This is an optimization exercise on Yosys and OpenROAD, whose aim is small area, a short achievable clock period and few clock cycles per item, not a production implementation.
The RTL was checked by simulation tests, not by an equivalence proof against the original design.

==> flow/design.v, too long to show whole: its modules and the start of the top module <==
// module fp_mul_core: 27 lines
// module fp_mul_pack: 19 lines
// module mul24: 830 lines
// module fa: 4 lines
// module fp_add_align: 35 lines
// module fp_add_norm: 30 lines
// module pfx_add: 14 lines
// module pfx_carry: 12 lines
// module pfx_inc: 12 lines
// module pfx_tree: 26 lines
// module comb_stage: 133 lines
module comb_stage (
    input  wire        clk,
    input  wire        rst,         
    input  wire        in_valid,
    output wire        in_ready,
    input  wire [31:0] a,           
    input  wire [31:0] b,           
    input  wire [31:0] c,           
    input  wire [31:0] u,           
    input  wire        u_ok,        
    input  wire [31:0] v,           
    input  wire        v_ok,        
    output reg         out_valid,
    output reg  [31:0] x,           
    output reg         x_ok,        
    output reg         num          
);
  // ...
==> flow/run.sh <==
#!/bin/bash
# synth_recipe.tcl (not shown) runs the flow's synth.tcl, then flattens the netlist and writes it again
# the make line also repeats each setting of config.mk as NAME=value (left out here)
make -C /OpenROAD-flow-scripts/flow DESIGN_CONFIG=/design/flow/config.mk WORK_HOME=/design/flow/orfs CLKGATE_MAP_FILE= SYNTH_SCRIPT=/design/flow/synth_recipe.tcl finish
==> flow/config.mk <==
export PLATFORM = sky130hd
export DESIGN_NAME = comb_stage
export DESIGN_NICKNAME = comb_stage
export VERILOG_FILES = /design/flow/design.v
export SDC_FILE = /design/flow/constraint.sdc
export NUM_CORES = 4
export LEC_CHECK = 0
export CAP_MARGIN = 20
export CORE_MARGIN = 2
export CORE_UTILIZATION = 40
export PLACE_DENSITY = 0.6
export SLEW_MARGIN = 20
export SYNTH_HIERARCHICAL = 1
==> flow/constraint.sdc <==
create_clock -name core_clock -period 45.0 [get_ports {clk}]
set_input_delay 9.0000 -clock core_clock [delete_from_list [all_inputs] [get_ports {clk}]]
set_output_delay 9.0000 -clock core_clock [all_outputs]
set_load 0.01 [all_outputs]
==> impl_metrics.py, run 1 <==
metrics = {
    "run_status": {
        "status": "no timing/DRC/antenna violations",
    },
    "drt": {
        "ant_nets": 0,
        "wl_per_cell_um": 20.34,
        "wl_met2_um": 89620,
        "drtPass1Iterations": 6,
    },
    "global_route": {
        "grt_max_degree": 45,
        "met1_usage_pct": 29.29,
        "first_global_vias": 53300,
        "antenna_found_initial": 1,
        "use_met3_pct": 3.616,
    },
    "logic_synthesis": {
        "syn_area_per_cell_um2": 9.452,
        "yosysWarnings": 12,
    },
    "sta": {
        "tightest_slew_ps": 1093,
        "post-route-min-period_ps": 10540,
        "fin_setup_tns_ps": 0,
        "skew_ps": 46.51,
        "setup_ws_ps": 34460,
    },
    "setup_path": {
        "worstSetupPathDepth": 1,
        "cp_top_family": "buffers and inverters",
        "critPathKind": "flop to output pin",
        "critPathLaunchType": "flop",
        "crit_chain": "clkdlybuf4s50_1",
        "critPathCaptureType": "output pin",
    },
    "worst_hold_path": {
        "whs_path_depth": 0,
    },
    "finish": {
        "ff_latch_area_mm2": 0.009769,
        "seq_cells": 488,
        "buf_share_pct": 4.362,
        "nNetsFinal": 8307,
        "sh_seq_area_pct": 14.21,
        "final-clk-cell-share_pct": 3.067,
        "dominant_cells": "multi-input combinational cells",
    },
    "clock_network": {
        "cts_max_path_buffers": 3,
        "cts-resized-gates": 0,
        "cts-root-buf": "clkbuf_16",
        "cts_tree": "done",
    },
    "place": {
        "preCtsSetupSlack_ps": 35170,
        "gp_congestion": 0.9438,
        "dp_hpwl_um": 134200,
        "placed_area_mm2": 0.06663,
    },
    "floorplanning": {
        "die_x_um": 397.3,
        "die_area_mm2": 0.1578,
    },
}
Testbench counts, summed over its fixed seeds: cycles 16,048, items 16,000.
==> module pfx_inc, before the edit <==
module pfx_inc #(parameter W = 8) (
    input  wire [W-1:0] a,
    input  wire         ci,
    output wire [W-1:0] s,
    output wire         co
);
    wire [W-1:0] g0 = {{(W-1){1'b0}}, ci & a[0]};
    wire [W-1:0] gc;
    pfx_tree #(.W(W)) t (.g(g0), .p(a), .gc(gc));
    assign s  = a ^ {gc[W-2:0], ci};
    assign co = gc[W-1];
endmodule
==> run 2: changes to the inputs <==
--- a/flow/design.v
+++ b/flow/design.v
@@ -975,11 +975,31 @@
     output wire [W-1:0] s,
     output wire         co
 );
-    wire [W-1:0] g0 = {{(W-1){1'b0}}, ci & a[0]};
-    wire [W-1:0] gc;
-    pfx_tree #(.W(W)) t (.g(g0), .p(a), .gc(gc));
-    assign s  = a ^ {gc[W-2:0], ci};
-    assign co = gc[W-1];
+    wire [W-1:0] pa;
+    pfx_and #(.W(W)) t (.a(a), .pa(pa));
+    assign s  = a ^ ({pa[W-2:0], 1'b1} & {W{ci}});
+    assign co = ci & pa[W-1];
+endmodule
+module pfx_and #(parameter W = 8) (
+    input  wire [W-1:0] a,
+    output wire [W-1:0] pa
+);
+    localparam L = (W <= 2) ? 1 : (W <= 4) ? 2 : (W <= 8) ? 3 : (W <= 16) ? 4 : (W <= 32) ? 5 : 6;
+    wire [W-1:0] pl [0:L];
+    assign pl[0] = a;
+    genvar lv, i;
+    generate
+        for (lv = 0; lv < L; lv = lv + 1) begin : g_lv
+            for (i = 0; i < W; i = i + 1) begin : g_i
+                if ((i >> lv) % 2 == 1) begin : g_node
+                    assign pl[lv+1][i] = pl[lv][i] & pl[lv][((i >> lv) << lv) - 1];
+                end else begin : g_pass
+                    assign pl[lv+1][i] = pl[lv][i];
+                end
+            end
+        end
+    endgenerate
+    assign pa = pl[L];
 endmodule
 module pfx_tree #(parameter W = 8) (
     input  wire [W-1:0] g,
==> flow/flow/run.sh (new file) <==
#!/bin/bash
# Layout: the standard flow (standard.sh) unchanged, except that the port
# buffers the flow inserts on every input and output are sky130_fd_sc_hd__buf_2
# cells rather than the resizer's default choice. make's output goes to
# standard.log; ORFS keeps each step's own log under orfs/logs/.
set -euo pipefail
export BUFFER_PORTS_ARGS="-buffer_cell sky130_fd_sc_hd__buf_2"
bash standard.sh > standard.log 2>&1
==> flow/standard.sh (new file) <==
#!/bin/bash
# synth_recipe.tcl (not shown) runs the flow's synth.tcl, then flattens the netlist and writes it again
# the make line also repeats each setting of config.mk as NAME=value (left out here)
make -C /OpenROAD-flow-scripts/flow DESIGN_CONFIG=/design/flow/config.mk WORK_HOME=/design/flow/orfs CLKGATE_MAP_FILE= SYNTH_SCRIPT=/design/flow/synth_recipe.tcl "${@:-finish}"
removed: flow/run.sh
==> impl_metrics.py, run 2 <==
metrics = {
    "run_status": {
        "status": "no timing/DRC/antenna violations",
    },
    "finish": {
        "finalCoreUtilization_pct": 43.38,
        "mostFrequentLayoutCell": "nand2_1",
        "layout-drive-gt1-share_pct": 11.33,
        "final_area_mm2": 0.06690,
        "fillers": 15070,
        "instances_no_fill": 8744,
        "syn2layout_area_growth_pct": 7.681,
        "layout_common_cells": "1,430 x nand2_1, 1,032 x fa_1, 486 x dfxtp_1",
        "nNetsFinal": 8125,
        "insertedDiodeCount": 0,
    },
    "drt": {
        "drc": 0,
        "drtPass1Iterations": 6,
        "wl_per_cell_um": 20.91,
        "via_per_inst": 5.674,
        "num_vias": 49610,
        "drt-initial-drc-count": 3502,
        "ant_nets": 0,
        "totalWireLength_um": 182800,
    },
    "sta": {
        "whs_ps": 320.8,
        "hold_viol_final": 0,
        "fmax_mhz": 98.55,
        "fin_setup_tns_ps": 0,
        "post-route-min-period_ps": 10150,
        "setup_ws_ps": 34850,
        "tightest_slew_ps": 1154,
        "skew_ps": 28.72,
        "max-slew-margin-rel_pct": 22.96,
        "slew_violations": 0,
        "period_share_pct": 22.55,
        "finalSetupViolations": 0,
        "rsz0062_at_grt": "no",
    },
    "logic_synthesis": {
        "syn_area_per_cell_um2": 9.416,
        "synth.cell_area_mm2": 0.06213,
        "synthCells": 6598,
        "yosysWarnings": 12,
    },
    "setup_path": {
        "critPathKind": "flop to output pin",
        "worstSetupPathDepth": 1,
        "worst-path-buf-inv": 1,
        "critPathLaunchType": "flop",
        "r2r_cells": 28,
        "crit_slowest_cell": "dfxtp_1",
        "reg2reg_setup_slack_ps": 36210,
        "arrival_ps": 1150,
        "crit_chain": "buf_2",
        "max_stage_delay_ps": 310,
        "worstPathRequired_ps": 36000,
        "r2r_end": "s2_sum[23]$_DFF_P_",
        "critPathCaptureType": "output pin",
        "cp_max_fo": 1,
        "cp_top_family": "flip-flops",
        "r2r_start": "s1_bv_es[2]$_DFF_P_",
    },
    "clock_network": {
        "cts-root-buf": "clkbuf_16",
        "ctsHoldBuffers": 0,
        "numCtsBuffers": 59,
        "post_cts_buffers": 0,
        "cts_tree": "done",
        "clock-sinks": 488,
        "path_clk_slew_ps": 60,
        "cts_max_path_buffers": 3,
        "cts-resized-gates": 0,
        "cts_max_level": 2,
        "worstSkewPairLatency_ps": 720,
    },
    "global_route": {
        "use_met3_pct": 3.616,
        "grtUsageTotal_pct": 23.31,
        "busiest_layer": "met2",
        "gr-total-overflow": 0,
        "met1_usage_pct": 29.46,
        "grt_use_met2_pct": 39.95,
        "grt_max_degree": 45,
        "first_global_vias": 53100,
        "grt_pass1_wl_um": 294300,
        "antenna_found_initial": 0,
    },
    "floorplanning": {
        "die_y_um": 398.1,
        "rows": 144,
        "die_x_um": 398.1,
        "die_area_mm2": 0.1585,
        "core_mm2": 0.1542,
        "ios": 201,
        "initial_core_util_pct": 40.28,
    },
    "worst_hold_path": {
        "min-delay-start": "s1_c[1]$_DFF_P_",
        "min_to": "s2_c[1]$_DFF_P_",
        "hp-class": "flop to flop",
        "whs_path_depth": 0,
    },
    "place": {
        "preCtsSetupSlack_ps": 35580,
        "dp_hpwl_um": 134600,
        "io_buffers": 199,
        "placed_area_mm2": 0.06486,
        "gp_congestion": 0.9412,
        "place_inst": 8633,
    },
    "flow_run": {
        "cap_violations": 0,
    },
}
## run 2: changes by cell type in the layout (fill, tap and decap cells not counted), moves of 20 or more
cell and delta:
a21oi_1 -38, and2_1 +28, conb_1 -204, xor2_1 -94
a21o_1 -44, clkdlybuf4s50_1 -199, buf_2 +199, nor3_2 +20
nand2_1 +76, xnor2_1 +88
## run 2: worst reg2reg max path: cells and delay by family, from the launching register on
family / cells / cell delay, ps
adder cells (fa/ha/maj): 3 / 1160
XOR/XNOR: 2 / 300
buffers and inverters: 2 / 400
multiplexers: 1 / 620
AO/OA/AOI/OAI: 11 / 2660
AND/OR/NAND/NOR: 9 / 3030
flip-flops: 1 / 500
## run 2: cell type report
| class | count | area [um^2] | share of cell area (%) |
|---|---|---|---|
| clock buffer | 71 | 1592 | 2.379 |
| clock inverter | 40 | 437.9 | 0.6546 |
| inverter | 306 | 1159 | 1.732 |
| multi-input combinational | 5468 | 49430 | 73.88 |
| sequential | 488 | 9772 | 14.61 |
| tap | 2044 | 2557 | 3.823 |
| timing repair buffer | 327 | 1957 | 2.925 |
## run 2: worst max path at each step
stage,endpoint,from,slack [ps]
floorplan,num,num$_DFF_P_,35670
detailed placement,x[28],x[28]$_SDFF_PN0_,35580
CTS,out_valid,out_valid$_DFF_P_,34770
global route,x[28],x[28]$_SDFF_PN0_,34760
finish,out_valid,out_valid$_DFF_P_,34850
global placement,x[28],x[28]$_SDFF_PN0_,35590
## run 2: layer usage
metal | part of all wire, % | vias up
met4 | 4.1 | 0
li1 | - | 22360
met2 | 49 | 1903
met5 | 0 | -
met1 | 41 | 24880
met3 | 6.5 | 464
Testbench counts of run 2, summed over its fixed seeds: cycles 16,048, items 16,000.

==> static timing again, ports no longer ideal <==
Ports are ideal in the flow. The routed layouts listed here were re-timed in OpenROAD.
Step 1 sets driving cells, clkbuf_16 on the clock port and buf_2 on the other inputs (assumed; they add their load-dependent delay and slew).
Step 2, shift: input delay + t, output delay - t, t = (earliest + latest rising clock arrival at the registers) / 2. This alone moves slack from input paths to output paths.
Three values: no drivers, after step 1, after step 2; two values: the first two.
| run | shift t [ns] | setup WS [ns] | clock arrival spread, ns | worst data-port slew with drivers (ns) | pins driven straight from the clock port |
|---|---|---|---|---|---|
| run 1 | 0.778 | 34.457 / 34.373 / 35.151 | 0.047 / 0.046 | 0.05 | 1 |
| run 2 | 0.778 | 34.853 / 34.776 / 35.553 | 0.031 / 0.031 | 0.04 | 1 |
After both steps setup and hold are still met in every run listed.
